From an optimization exercise on the open Yosys and OpenROAD flow, aimed at small area, a short achievable clock period and few clock cycles per item; shortcuts taken in it are not production practice.
Only simulation tests tie the RTL to the original design; equivalence was not proved.

## run D
==> module sip_round, before the edit <==
module sip_round (
    input  wire [63:0] v0_i,
    input  wire [63:0] v1_i,
    input  wire [63:0] v2_i,
    input  wire [63:0] v3_i,
    input  wire [63:0] x0,
    input  wire [63:0] x2,
    input  wire [63:0] x3,
    input  wire        init,
    input  wire [63:0] k0,
    input  wire [63:0] k1,
    input  wire [63:0] k2,
    input  wire [63:0] k3,
    output wire [63:0] v0_o,
    output wire [63:0] v1_o,
    output wire [63:0] v2_o,
    output wire [63:0] v3_o,
    output wire [63:0] h_o
);
    wire [63:0] ga0, ta0, ga2, ta2, gb0, tb0, gb2, tb2, a0r, a1, a2, a3;
    wire [62:0] ca0, ca2, cb0, cb2;
    sr_pg     u_pg  (.v0(v0_i), .v1(v1_i), .v2(v2_i), .v3(v3_i),
                     .ga0(ga0), .ta0(ta0), .ga2(ga2), .ta2(ta2));
    add64_pfx u_ca0 (.g(ga0), .p(ta0), .c(ca0));
    add64_pfx u_ca2 (.g(ga2), .p(ta2), .c(ca2));
    sr_mid    u_mid (.v0(v0_i), .v1(v1_i), .v2(v2_i), .v3(v3_i), .ca0(ca0), .ca2(ca2),
                     .gb0(gb0), .tb0(tb0), .gb2(gb2), .tb2(tb2),
                     .a0r(a0r), .a1(a1), .a2(a2), .a3(a3));
    add64_pfx u_cb0 (.g(gb0), .p(tb0), .c(cb0));
    add64_pfx u_cb2 (.g(gb2), .p(tb2), .c(cb2));
    sr_post   u_post (.a0r(a0r), .cb0(cb0), .a2(a2), .cb2(cb2), .a1(a1), .a3(a3),
                      .x0(x0), .x2(x2), .x3(x3), .init(init),
                      .k0(k0), .k1(k1), .k2(k2), .k3(k3),
                      .v0(v0_o), .v1(v1_o), .v2(v2_o), .v3(v3_o), .h(h_o));
endmodule
==> module sr_post, before the edit <==
module sr_post (
    input  wire [63:0] a0r,
    input  wire [62:0] cb0,
    input  wire [63:0] a2,
    input  wire [62:0] cb2,
    input  wire [63:0] a1,
    input  wire [63:0] a3,
    input  wire [63:0] x0,
    input  wire [63:0] x2,
    input  wire [63:0] x3,
    input  wire        init,
    input  wire [63:0] k0,
    input  wire [63:0] k1,
    input  wire [63:0] k2,
    input  wire [63:0] k3,
    output wire [63:0] v0,
    output wire [63:0] v1,
    output wire [63:0] v2,
    output wire [63:0] v3,
    output wire [63:0] h
);
    localparam [62:0] INV = 63'h55555555ffff55f6;
    wire [63:0] b0  = a0r ^ a3 ^ {cb0 ^ INV, 1'b0};
    wire [63:0] b2  = a2 ^ a1 ^ {cb2 ^ INV, 1'b0};
    wire [63:0] a1r = {a1[46:0], a1[63:47]};              
    wire [63:0] a3r = {a3[42:0], a3[63:43]};              
    wire [63:0] b2r = {b2[31:0], b2[63:32]};              
    assign v0 = init ? k0 : b0 ^ x0;
    assign v1 = init ? k1 : a1r ^ b2;
    assign v2 = init ? k2 : b2r ^ x2;
    assign v3 = init ? k3 : a3r ^ b0 ^ x3;
    assign h  = a1r ^ a3r ^ b2 ^ b2r;
endmodule
clock: 11.0 ns
lec_check: 0
cap_margin: 20
core_margin: 2
core_utilization: 45
setup_slack_margin: 5
slew_margin: 20
synth_hierarchical: 1
synth_minimum_keep_size: 0
standard.sh (not shown) runs the stock make flow with config.mk's settings and CLKGATE_MAP_FILE= SYNTH_SCRIPT=/design/flow/synth_recipe.tcl, a recipe that flattens the netlist after the stock synthesis.
==> flow/flow/run.sh <==
#!/bin/bash
bash standard.sh SETUP_SLACK_MARGIN=6 \
    "BUFFER_PORTS_ARGS=-buffer_cell sky130_fd_sc_hd__buf_2" \
    finish > standard.log 2>&1
Testbench counts of run D, summed over its fixed seeds: cycles 37,616, items 3,200.
Changes in run H relative to run D:
--- a/flow/design.v
+++ b/flow/design.v
@@ -196,15 +196,17 @@
     add64_pfx u_ca2 (.g(ga2), .p(ta2), .c(ca2));
     sr_mid    u_mid (.v0(v0_i), .v1(v1_i), .v2(v2_i), .v3(v3_i), .ca0(ca0), .ca2(ca2),
                      .gb0(gb0), .tb0(tb0), .gb2(gb2), .tb2(tb2),
                      .a0r(a0r), .a1(a1), .a2(a2), .a3(a3));
     add64_pfx u_cb0 (.g(gb0), .p(tb0), .c(cb0));
     add64_pfx u_cb2 (.g(gb2), .p(tb2), .c(cb2));
-    sr_post   u_post (.a0r(a0r), .cb0(cb0), .a2(a2), .cb2(cb2), .a1(a1), .a3(a3),
-                      .x0(x0), .x2(x2), .x3(x3), .init(init),
-                      .k0(k0), .k1(k1), .k2(k2), .k3(k3),
+    wire [63:0] e0, e1, e2, e3, eh;
+    sr_early  u_early (.a0r(a0r), .a1(a1), .a2(a2), .a3(a3), .x0(x0), .x2(x2), .x3(x3),
+                       .e0(e0), .e1(e1), .e2(e2), .e3(e3), .eh(eh));
+    sr_post   u_post (.cb0(cb0), .cb2(cb2), .e0(e0), .e1(e1), .e2(e2), .e3(e3), .eh(eh),
+                      .init(init), .k0(k0), .k1(k1), .k2(k2), .k3(k3),
                       .v0(v0_o), .v1(v1_o), .v2(v2_o), .v3(v3_o), .h(h_o));
 endmodule
 module sr_pg (
     input  wire [63:0] v0,
     input  wire [63:0] v1,
     input  wire [63:0] v2,
@@ -243,44 +245,65 @@
     assign a3  = {v3[47:0], v3[63:48]} ^ a2;
     assign gb0 = a0r & a3;
     assign tb0 = a0r | a3;
     assign gb2 = a2 & a1;
     assign tb2 = a2 | a1;
 endmodule
-module sr_post (
+module sr_early (
     input  wire [63:0] a0r,
-    input  wire [62:0] cb0,
-    input  wire [63:0] a2,
-    input  wire [62:0] cb2,
     input  wire [63:0] a1,
+    input  wire [63:0] a2,
     input  wire [63:0] a3,
     input  wire [63:0] x0,
     input  wire [63:0] x2,
     input  wire [63:0] x3,
+    output wire [63:0] e0,
+    output wire [63:0] e1,
+    output wire [63:0] e2,
+    output wire [63:0] e3,
+    output wire [63:0] eh
+);
+    wire [63:0] pb0 = a0r ^ a3;
+    wire [63:0] pb2 = a2 ^ a1;
+    wire [63:0] a1r = {a1[46:0], a1[63:47]};              
+    wire [63:0] a3r = {a3[42:0], a3[63:43]};              
+    wire [63:0] pbr = {pb2[31:0], pb2[63:32]};            
+    assign e0 = pb0 ^ x0;
+    assign e1 = a1r ^ pb2;
+    assign e2 = pbr ^ x2;
+    assign e3 = a3r ^ pb0 ^ x3;
+    assign eh = a1r ^ a3r ^ pb2 ^ pbr;
+endmodule
+module sr_post (
+    input  wire [62:0] cb0,
+    input  wire [62:0] cb2,
+    input  wire [63:0] e0,
+    input  wire [63:0] e1,
+    input  wire [63:0] e2,
+    input  wire [63:0] e3,
+    input  wire [63:0] eh,
     input  wire        init,
     input  wire [63:0] k0,
     input  wire [63:0] k1,
     input  wire [63:0] k2,
     input  wire [63:0] k3,
     output wire [63:0] v0,
     output wire [63:0] v1,
     output wire [63:0] v2,
     output wire [63:0] v3,
     output wire [63:0] h
 );
     localparam [62:0] INV = 63'h55555555ffff55f6;
-    wire [63:0] b0  = a0r ^ a3 ^ {cb0 ^ INV, 1'b0};
-    wire [63:0] b2  = a2 ^ a1 ^ {cb2 ^ INV, 1'b0};
-    wire [63:0] a1r = {a1[46:0], a1[63:47]};              
-    wire [63:0] a3r = {a3[42:0], a3[63:43]};              
-    wire [63:0] b2r = {b2[31:0], b2[63:32]};              
-    assign v0 = init ? k0 : b0 ^ x0;
-    assign v1 = init ? k1 : a1r ^ b2;
-    assign v2 = init ? k2 : b2r ^ x2;
-    assign v3 = init ? k3 : a3r ^ b0 ^ x3;
-    assign h  = a1r ^ a3r ^ b2 ^ b2r;
+    wire [63:0] c0  = {cb0 ^ INV, 1'b0};
+    wire [63:0] c2  = {cb2 ^ INV, 1'b0};
+    wire [63:0] c2r = {c2[31:0], c2[63:32]};
+    assign v0 = init ? k0 : e0 ^ c0;
+    assign v1 = init ? k1 : e1 ^ c2;
+    assign v2 = init ? k2 : e2 ^ c2r;
+    assign v3 = init ? k3 : e3 ^ c0;
+    assign h  = eh ^ c2 ^ c2r;
 endmodule
 module add64_pfx (
     input  wire [63:0] g,
     input  wire [63:0] p,
     output wire [62:0] c
 );
[summary]
The count of fill cells added during filler insertion number comes out lower for run D vs run H. Comparing run D and run H, the lower global-route total usage across every layer is on run H. Of run D and run H, run H shows the lower synthesis-to-layout area growth, with run D above it. Re number of buffers created by CTS: run D and run H aren't equal, and the higher value belongs to run D. Going from run D to run H, cell depth of the worst hold path has remained practically unchanged, count of cells resized by post-cts repair has decreased, starting utilization of the core area has remained practically unchanged, post-layout minimum cycle time has decreased.
Testbench counts of run H, summed over its fixed seeds: cycles 37,616, items 3,200.


flow_hash with an RTL version that a note above also has.
For scale: ~6100 cells after synthesis, about 560 I/O pins, roughly 55000 µm² of cells after synthesis.
==> module sip_round, before the edit <==
module sip_round (
    input  wire [63:0] v0_i,
    input  wire [63:0] v1_i,
    input  wire [63:0] v2_i,
    input  wire [63:0] v3_i,
    input  wire [63:0] x0,
    input  wire [63:0] x2,
    input  wire [63:0] x3,
    input  wire        init,
    input  wire [63:0] k0,
    input  wire [63:0] k1,
    input  wire [63:0] k2,
    input  wire [63:0] k3,
    output wire [63:0] v0_o,
    output wire [63:0] v1_o,
    output wire [63:0] v2_o,
    output wire [63:0] v3_o,
    output wire [63:0] h_o
);
    wire [63:0] ga0, ta0, ga2, ta2, gb0, tb0, gb2, tb2, a0r, a1, a2, a3;
    wire [62:0] ca0, ca2, cb0, cb2;
    sr_pg     u_pg  (.v0(v0_i), .v1(v1_i), .v2(v2_i), .v3(v3_i),
                     .ga0(ga0), .ta0(ta0), .ga2(ga2), .ta2(ta2));
    add64_pfx u_ca0 (.g(ga0), .p(ta0), .c(ca0));
    add64_pfx u_ca2 (.g(ga2), .p(ta2), .c(ca2));
    sr_mid    u_mid (.v0(v0_i), .v1(v1_i), .v2(v2_i), .v3(v3_i), .ca0(ca0), .ca2(ca2),
                     .gb0(gb0), .tb0(tb0), .gb2(gb2), .tb2(tb2),
                     .a0r(a0r), .a1(a1), .a2(a2), .a3(a3));
    add64_pfx u_cb0 (.g(gb0), .p(tb0), .c(cb0));
    add64_pfx u_cb2 (.g(gb2), .p(tb2), .c(cb2));
    wire [63:0] e0, e1, e2, e3, eh;
    sr_early  u_early (.a0r(a0r), .a1(a1), .a2(a2), .a3(a3), .x0(x0), .x2(x2), .x3(x3),
                       .e0(e0), .e1(e1), .e2(e2), .e3(e3), .eh(eh));
    sr_post   u_post (.cb0(cb0), .cb2(cb2), .e0(e0), .e1(e1), .e2(e2), .e3(e3), .eh(eh),
                      .init(init), .k0(k0), .k1(k1), .k2(k2), .k3(k3),
                      .v0(v0_o), .v1(v1_o), .v2(v2_o), .v3(v3_o), .h(h_o));
endmodule
==> module sr_early, before the edit <==
module sr_early (
    input  wire [63:0] a0r,
    input  wire [63:0] a1,
    input  wire [63:0] a2,
    input  wire [63:0] a3,
    input  wire [63:0] x0,
    input  wire [63:0] x2,
    input  wire [63:0] x3,
    output wire [63:0] e0,
    output wire [63:0] e1,
    output wire [63:0] e2,
    output wire [63:0] e3,
    output wire [63:0] eh
);
    wire [63:0] pb0 = a0r ^ a3;
    wire [63:0] pb2 = a2 ^ a1;
    wire [63:0] a1r = {a1[46:0], a1[63:47]};              
    wire [63:0] a3r = {a3[42:0], a3[63:43]};              
    wire [63:0] pbr = {pb2[31:0], pb2[63:32]};            
    assign e0 = pb0 ^ x0;
    assign e1 = a1r ^ pb2;
    assign e2 = pbr ^ x2;
    assign e3 = a3r ^ pb0 ^ x3;
    assign eh = a1r ^ a3r ^ pb2 ^ pbr;
endmodule
==> module sr_post, before the edit <==
module sr_post (
    input  wire [62:0] cb0,
    input  wire [62:0] cb2,
    input  wire [63:0] e0,
    input  wire [63:0] e1,
    input  wire [63:0] e2,
    input  wire [63:0] e3,
    input  wire [63:0] eh,
    input  wire        init,
    input  wire [63:0] k0,
    input  wire [63:0] k1,
    input  wire [63:0] k2,
    input  wire [63:0] k3,
    output wire [63:0] v0,
    output wire [63:0] v1,
    output wire [63:0] v2,
    output wire [63:0] v3,
    output wire [63:0] h
);
    localparam [62:0] INV = 63'h55555555ffff55f6;
    wire [63:0] c0  = {cb0 ^ INV, 1'b0};
    wire [63:0] c2  = {cb2 ^ INV, 1'b0};
    wire [63:0] c2r = {c2[31:0], c2[63:32]};
    assign v0 = init ? k0 : e0 ^ c0;
    assign v1 = init ? k1 : e1 ^ c2;
    assign v2 = init ? k2 : e2 ^ c2r;
    assign v3 = init ? k3 : e3 ^ c0;
    assign h  = eh ^ c2 ^ c2r;
endmodule
Settings: LEC_CHECK=0, CAP_MARGIN=20, CORE_MARGIN=2, CORE_UTILIZATION=45, CTS_BUF_LIST=sky130_fd_sc_hd__clkbuf_8, CTS_CLUSTER_SIZE=20, SETUP_SLACK_MARGIN=5, SLEW_MARGIN=20, SYNTH_HIERARCHICAL=1, SYNTH_MINIMUM_KEEP_SIZE=0; clock period 11.0 ns.
==> flow/flow/run.sh <==
#!/bin/bash
bash standard.sh SETUP_SLACK_MARGIN=6 \
    "BUFFER_PORTS_ARGS=-buffer_cell sky130_fd_sc_hd__buf_1" \
    finish > standard.log 2>&1
Testbench counts at the start, summed over its fixed seeds: cycles 37,616, items 3,200.
Next try:
--- a/flow/design.v
+++ b/flow/design.v
@@ -196,17 +196,15 @@
     add64_pfx u_ca2 (.g(ga2), .p(ta2), .c(ca2));
     sr_mid    u_mid (.v0(v0_i), .v1(v1_i), .v2(v2_i), .v3(v3_i), .ca0(ca0), .ca2(ca2),
                      .gb0(gb0), .tb0(tb0), .gb2(gb2), .tb2(tb2),
                      .a0r(a0r), .a1(a1), .a2(a2), .a3(a3));
     add64_pfx u_cb0 (.g(gb0), .p(tb0), .c(cb0));
     add64_pfx u_cb2 (.g(gb2), .p(tb2), .c(cb2));
-    wire [63:0] e0, e1, e2, e3, eh;
-    sr_early  u_early (.a0r(a0r), .a1(a1), .a2(a2), .a3(a3), .x0(x0), .x2(x2), .x3(x3),
-                       .e0(e0), .e1(e1), .e2(e2), .e3(e3), .eh(eh));
-    sr_post   u_post (.cb0(cb0), .cb2(cb2), .e0(e0), .e1(e1), .e2(e2), .e3(e3), .eh(eh),
-                      .init(init), .k0(k0), .k1(k1), .k2(k2), .k3(k3),
+    sr_post   u_post (.a0r(a0r), .cb0(cb0), .a2(a2), .cb2(cb2), .a1(a1), .a3(a3),
+                      .x0(x0), .x2(x2), .x3(x3), .init(init),
+                      .k0(k0), .k1(k1), .k2(k2), .k3(k3),
                       .v0(v0_o), .v1(v1_o), .v2(v2_o), .v3(v3_o), .h(h_o));
 endmodule
 module sr_pg (
     input  wire [63:0] v0,
     input  wire [63:0] v1,
     input  wire [63:0] v2,
@@ -245,65 +243,44 @@
     assign a3  = {v3[47:0], v3[63:48]} ^ a2;
     assign gb0 = a0r & a3;
     assign tb0 = a0r | a3;
     assign gb2 = a2 & a1;
     assign tb2 = a2 | a1;
 endmodule
-module sr_early (
+module sr_post (
     input  wire [63:0] a0r,
-    input  wire [63:0] a1,
+    input  wire [62:0] cb0,
     input  wire [63:0] a2,
+    input  wire [62:0] cb2,
+    input  wire [63:0] a1,
     input  wire [63:0] a3,
     input  wire [63:0] x0,
     input  wire [63:0] x2,
     input  wire [63:0] x3,
-    output wire [63:0] e0,
-    output wire [63:0] e1,
-    output wire [63:0] e2,
-    output wire [63:0] e3,
-    output wire [63:0] eh
-);
-    wire [63:0] pb0 = a0r ^ a3;
-    wire [63:0] pb2 = a2 ^ a1;
-    wire [63:0] a1r = {a1[46:0], a1[63:47]};              
-    wire [63:0] a3r = {a3[42:0], a3[63:43]};              
-    wire [63:0] pbr = {pb2[31:0], pb2[63:32]};            
-    assign e0 = pb0 ^ x0;
-    assign e1 = a1r ^ pb2;
-    assign e2 = pbr ^ x2;
-    assign e3 = a3r ^ pb0 ^ x3;
-    assign eh = a1r ^ a3r ^ pb2 ^ pbr;
-endmodule
-module sr_post (
-    input  wire [62:0] cb0,
-    input  wire [62:0] cb2,
-    input  wire [63:0] e0,
-    input  wire [63:0] e1,
-    input  wire [63:0] e2,
-    input  wire [63:0] e3,
-    input  wire [63:0] eh,
     input  wire        init,
     input  wire [63:0] k0,
     input  wire [63:0] k1,
     input  wire [63:0] k2,
     input  wire [63:0] k3,
     output wire [63:0] v0,
     output wire [63:0] v1,
     output wire [63:0] v2,
     output wire [63:0] v3,
     output wire [63:0] h
 );
     localparam [62:0] INV = 63'h55555555ffff55f6;
-    wire [63:0] c0  = {cb0 ^ INV, 1'b0};
-    wire [63:0] c2  = {cb2 ^ INV, 1'b0};
-    wire [63:0] c2r = {c2[31:0], c2[63:32]};
-    assign v0 = init ? k0 : e0 ^ c0;
-    assign v1 = init ? k1 : e1 ^ c2;
-    assign v2 = init ? k2 : e2 ^ c2r;
-    assign v3 = init ? k3 : e3 ^ c0;
-    assign h  = eh ^ c2 ^ c2r;
+    wire [63:0] b0  = a0r ^ a3 ^ {cb0 ^ INV, 1'b0};
+    wire [63:0] b2  = a2 ^ a1 ^ {cb2 ^ INV, 1'b0};
+    wire [63:0] a1r = {a1[46:0], a1[63:47]};              
+    wire [63:0] a3r = {a3[42:0], a3[63:43]};              
+    wire [63:0] b2r = {b2[31:0], b2[63:32]};              
+    assign v0 = init ? k0 : b0 ^ x0;
+    assign v1 = init ? k1 : a1r ^ b2;
+    assign v2 = init ? k2 : b2r ^ x2;
+    assign v3 = init ? k3 : a3r ^ b0 ^ x3;
+    assign h  = a1r ^ a3r ^ b2 ^ b2r;
 endmodule
 module add64_pfx (
     input  wire [63:0] g,
     input  wire [63:0] p,
     output wire [62:0] c
 );
Outcome: Count of clock-buffer cells in the layout went down by 6; maximum frequency went down by 1.9%; die area went down by 2.9%; critical path depth went up by 5; synthesized area went down by 3.0%; global-route usage went up by 0.37 points; worst setup slack is worse by 0.099 ns; cell count went down by 3.1%.
Testbench counts after the change, summed over its fixed seeds: cycles 37,616, items 3,200.

## port drivers added, routing unchanged
The results above use ideal ports. As a check the final layouts listed here were re-extracted and re-timed, cells and wires unchanged. Step 1 sets driving cells, clkbuf_16 on the clock port and buf_2 on the other inputs (assumed; they add their load-dependent delay and slew). Step 2 also shifts input and output timing later by t, the mid clock arrival at the registers, as if the neighbouring blocks saw the same clock. Slacks: ideal ports / drivers / drivers and shift; pairs: ideal ports / drivers.
| run | t (ns) | setup WS [ns] | hold slack, ns | cell pins on the clock port's net |
|---|---|---|---|---|
| run D | 0.782 | 5.823 / 5.823 / 5.823 | 0.502 / 0.502 / 0.502 | 1 |
| run H | 0.775 | 5.941 / 5.941 / 5.797 | 0.494 / 0.494 / 0.494 | 1 |
| the first run of note 2 | 0.975 | 5.957 / 5.957 / 5.822 | 0.487 / 0.487 / 0.487 | 1 |
| the second run of note 2 | 0.920 | 5.858 / 5.858 / 5.821 | 0.486 / 0.486 / 0.486 | 1 |
After both steps setup and hold are still met in every run listed. The setup slack of run H, which loses most, moves by 0.000 ns with the drivers and by -0.144 ns with both steps.
